What follows belongs to an exercise in optimizing a design on an open flow for small area; a production flow would make more cautious choices. The RTL was checked by simulation tests, not by an equivalence proof against the original design. Power is estimated from default activity; no workload was simulated.

==> run H: inputs <==
Design ridge_engine, start of the top module:
module ridge_engine #(
    parameter NCMP = 8
) (
    input  wire         clk,
    input  wire         rst,             
    input  wire         beat,            
    input  wire         addend_we,
    input  wire [31:0]  addend_int,
    input  wire [39:0]  addend_frac,
    input  wire         cfg_we,
    input  wire [19:0]  cfg_jump_ns,     
    input  wire [13:0]  cfg_slew_max,    
    input  wire         corr_valid,
    input  wire         corr_dpll,       
    input  wire [63:0]  corr_val,        
    input  wire [13:0]  corr_rate,       
    input  wire         step_valid,
    input  wire         step_use_req,
    input  wire [63:0]  step_val,        
    input  wire         cmp_we,
    input  wire [2:0]   cmp_sel,
    input  wire         cmp_wr_en,
    input  wire         cmp_wr_periodic,
    input  wire         cmp_wr_late_act,
    input  wire [63:0]  cmp_wr_tgt,
    input  wire [63:0]  cmp_wr_per,
    output reg  [63:0]  count,
    output wire [63:0]  slew_rem,        
    output reg          slewing,
    output reg          step_needed,
    output reg  [63:0]  req_step,
    output reg          corr_ack,
    output reg          corr_nak,
    output reg          step_nak,
    output reg          step_done,
    output reg  [63:0]  step_amount,
    output reg          cfg_err,
    output wire [NCMP-1:0] cmp_en,
    output wire [NCMP-1:0] cmp_fire,
    output wire [NCMP-1:0] cmp_late
);
    localparam [31:0] NOM_INT  = 32'h0000_CCCC;
    localparam [39:0] NOM_FRAC = 40'hCC_CCCC_CCCC;
    localparam [19:0] JUMP_DEF = 20'd100;
    localparam [13:0] SLEW_DEF = 14'd50;
    localparam [39:0] OFS_DEF  = 40'd2882303762;    
    reg  [39:0]  frac;
    reg  [31:0]  add_int;
    reg  [39:0]  add_frac;
    reg  [19:0]  jump_cfg, jump_act;
    reg  [13:0]  smax_cfg, smax_act;
    reg  [39:0]  ofs_act;                
    reg  [13:0]  named_rate;             
    reg  [39:0]  ofs_named;              
    reg  [76:0]  pend;                   
    reg          pend_nz;                
  ...
Settings: LEC_CHECK=0, CAP_MARGIN=20, CORE_MARGIN=2, CORE_UTILIZATION=30, SLEW_MARGIN=20; clock period 30.0 ns.
run.sh (not shown) runs the stock make flow with config.mk's settings and CLKGATE_MAP_FILE= SYNTH_SCRIPT=/design/flow/synth_recipe.tcl, a recipe that flattens the netlist after the stock synthesis.
==> inputs of run K, as changes to run H <==
--- a/flow/config.mk
+++ b/flow/config.mk
@@ -7,5 +7,9 @@
 export LEC_CHECK = 0
+export ABC_AREA = 1
 export CAP_MARGIN = 20
 export CORE_MARGIN = 2
-export CORE_UTILIZATION = 30
+export CORE_UTILIZATION = 60
+export CTS_BUF_LIST = sky130_fd_sc_hd__clkbuf_8
+export CTS_CLUSTER_DIAMETER = 60
+export CTS_CLUSTER_SIZE = 16
 export SLEW_MARGIN = 20
==> inputs of run G, as changes to run H <==
==> flow/flow/run.sh (new file) <==
#!/bin/bash
# Own flow: the standard layout (standard.sh) with these changes:
#  - synthesis is the standard flow's synth_recipe.tcl and ORFS's synth.tcl unchanged except
#    that (a) only full adders are extracted as adder cells (half adders are
#    left to ABC as plain gates) and (b) ABC maps the logic with
#    flow/abc_area_map.script (area recovery under the delay target instead of
#    near-minimum-delay mapping). Registers, their names and cell types are
#    those of the standard synthesis;
#  - the port buffers that placement inserts on every input and output use the
#    smallest buffer cell.
# Each tool's full output is in orfs_make.log and the ORFS logs under orfs/logs.
set -euo pipefail
HERE="$PWD"
sed -e "s#^source \$::env(SCRIPTS_DIR)/synth_preamble.tcl\$#&\nset abc_args [lreplace \$abc_args 1 1 $HERE/flow/abc_area_map.script]#" \
    -e "s#^  extract_fa {\*}\[dont_use_extract_fa_args\]\$#  extract_fa -fa {*}[dont_use_extract_fa_args]#" \
    "$FLOW_HOME/scripts/synth.tcl" > "$HERE/flow_synth_core.tcl"
grep -q "abc_area_map.script" "$HERE/flow_synth_core.tcl"
grep -q "^  extract_fa -fa " "$HERE/flow_synth_core.tcl"
sed "s#^source \$::env(SCRIPTS_DIR)/synth.tcl\$#source $HERE/flow_synth_core.tcl#" \
    "$HERE/synth_recipe.tcl" > "$HERE/flow_synth.tcl"
grep -q "flow_synth_core.tcl" "$HERE/flow_synth.tcl"
bash standard.sh finish "SYNTH_SCRIPT=$HERE/flow_synth.tcl" \
    "BUFFER_PORTS_ARGS=-buffer_cell sky130_fd_sc_hd__buf_1" > orfs_make.log 2>&1
==> flow/flow/abc_area_map.script (new file) <==
strash
dch
map -D 20000
topo
stime -c
buffer -c
upsize -c
dnsize -c
==> flow/standard.sh (new file) <==
#!/bin/bash
# synth_recipe.tcl (not shown) runs the flow's synth.tcl, then flattens the netlist and writes it again
# the make line also repeats each setting of config.mk as NAME=value (left out here)
make -C /OpenROAD-flow-scripts/flow DESIGN_CONFIG=/design/flow/config.mk WORK_HOME=/design/flow/orfs CLKGATE_MAP_FILE= SYNTH_SCRIPT=/design/flow/synth_recipe.tcl "${@:-finish}"
--- a/flow/config.mk
+++ b/flow/config.mk
@@ -7,5 +7,9 @@
 export LEC_CHECK = 0
+export ABC_AREA = 1
 export CAP_MARGIN = 20
 export CORE_MARGIN = 2
-export CORE_UTILIZATION = 30
+export CORE_UTILIZATION = 55
+export CTS_BUF_LIST = sky130_fd_sc_hd__clkbuf_16
+export CTS_CLUSTER_DIAMETER = 80
+export CTS_CLUSTER_SIZE = 24
 export SLEW_MARGIN = 20
removed: flow/run.sh
==> comparison table <==
metric                                                                                 run G                    run K                      run H
Synthesized area                                                                109,000 um^2             113,000 um^2               116,000 um^2
Total routing usage reported by global routing                                         0.374                    0.391                      0.215
HP Start                                                           jump_cfg[11]$_SDFFE_PP0P_  ofs_act[8]$_SDFFE_PP1P_  cmpu[0].late$_SDFFE_PP0P_
Critical path arrival                                                               29.66 ns                 30.10 ns                   29.66 ns
Finished Cell Area                                                              118,000 um^2             126,000 um^2               136,000 um^2
Most common cell after layout, fill and taps aside                                    nor2_1                  nand2_1                    nand2_1
Pin count of the biggest net entering global routing                                     195                      134                        131
Reg power frac                                                                         0.331                    0.308                      0.318
Syn-to-layout area delta                                                               8.50%                    11.1%                      17.3%
Normalized max-slew margin                                                             0.222                    0.137                      0.192
Fraction of power consumed by combinational cells                                      0.465                    0.535                      0.399
Simple-gate share of the synthesized area                                              0.140                    0.137                      0.134
Number of clock buffer instances in the layout                                           124                      168                        288
Delay of the slowest cell on the worst path                                          0.49 ns                  0.49 ns                    0.48 ns
Total length of routed met2 wires                                                 173,000 um               179,000 um                 200,000 um
Share of the synthesized netlist area taken by xor and xnor gates                     0.0279                   0.0232                     0.0266
Wire length per cell after detailed routing                                          26.0 um                  25.2 um                    25.3 um
Fraction of the cycle the final worst path needs                                       0.971                    0.975                      0.970
Result of the run                                                   timing/DRC/antenna clean  timing/DRC/antenna clean   timing/DRC/antenna clean
CTS Buffer Depth                                                                           3                        3                          4
Number of antenna violations at the first check in global routing                         64                       45                         70
Cell Pwr Density                                                                78.0 nW/um^2             80.6 nW/um^2               70.0 nW/um^2
Sequential power                                                                     3.05 mW                  3.12 mW                    3.04 mW
Antenna Diode Count                                                                       45                       46                         57
Violation count after the first detailed-routing iteration                             9,780                    8,351                      7,659
Number of nets at the end of the flow                                                  13.3k                    14.3k                      13.6k
1st-pass router iterations                                                                 6                       24                          6

[port drivers added, routing unchanged]
No port has a modelled driver above. Below, the same layouts with a new extraction and two added sets of constraints.
Step 1 assumes that a clkbuf_16 drives the clock port and a buf_2 every other input.
Step 2 times the ports against the registers' clock, not the clock port: input delays grow and output delays shrink by t, the midpoint of the rising clock arrivals with the driver on.
Three values: ideal ports, drivers, drivers and shift; two values: the first two.
run | shift t [ns] | setup slack, ns | hold WS [ns] | clock arrival spread, ns
run H | 0.998 | 0.908 / 0.908 / 0.908 | 0.455 / 0.455 / 0.455 | 0.130 / 0.130
run K | 1.057 | 0.737 / 0.737 / 0.737 | 0.466 / 0.466 / 0.466 | 0.072 / 0.072
run G | 0.893 | 0.870 / 0.870 / 0.870 | 0.460 / 0.460 / 0.460 | 0.076 / 0.076
After both steps every run listed still meets setup and hold.
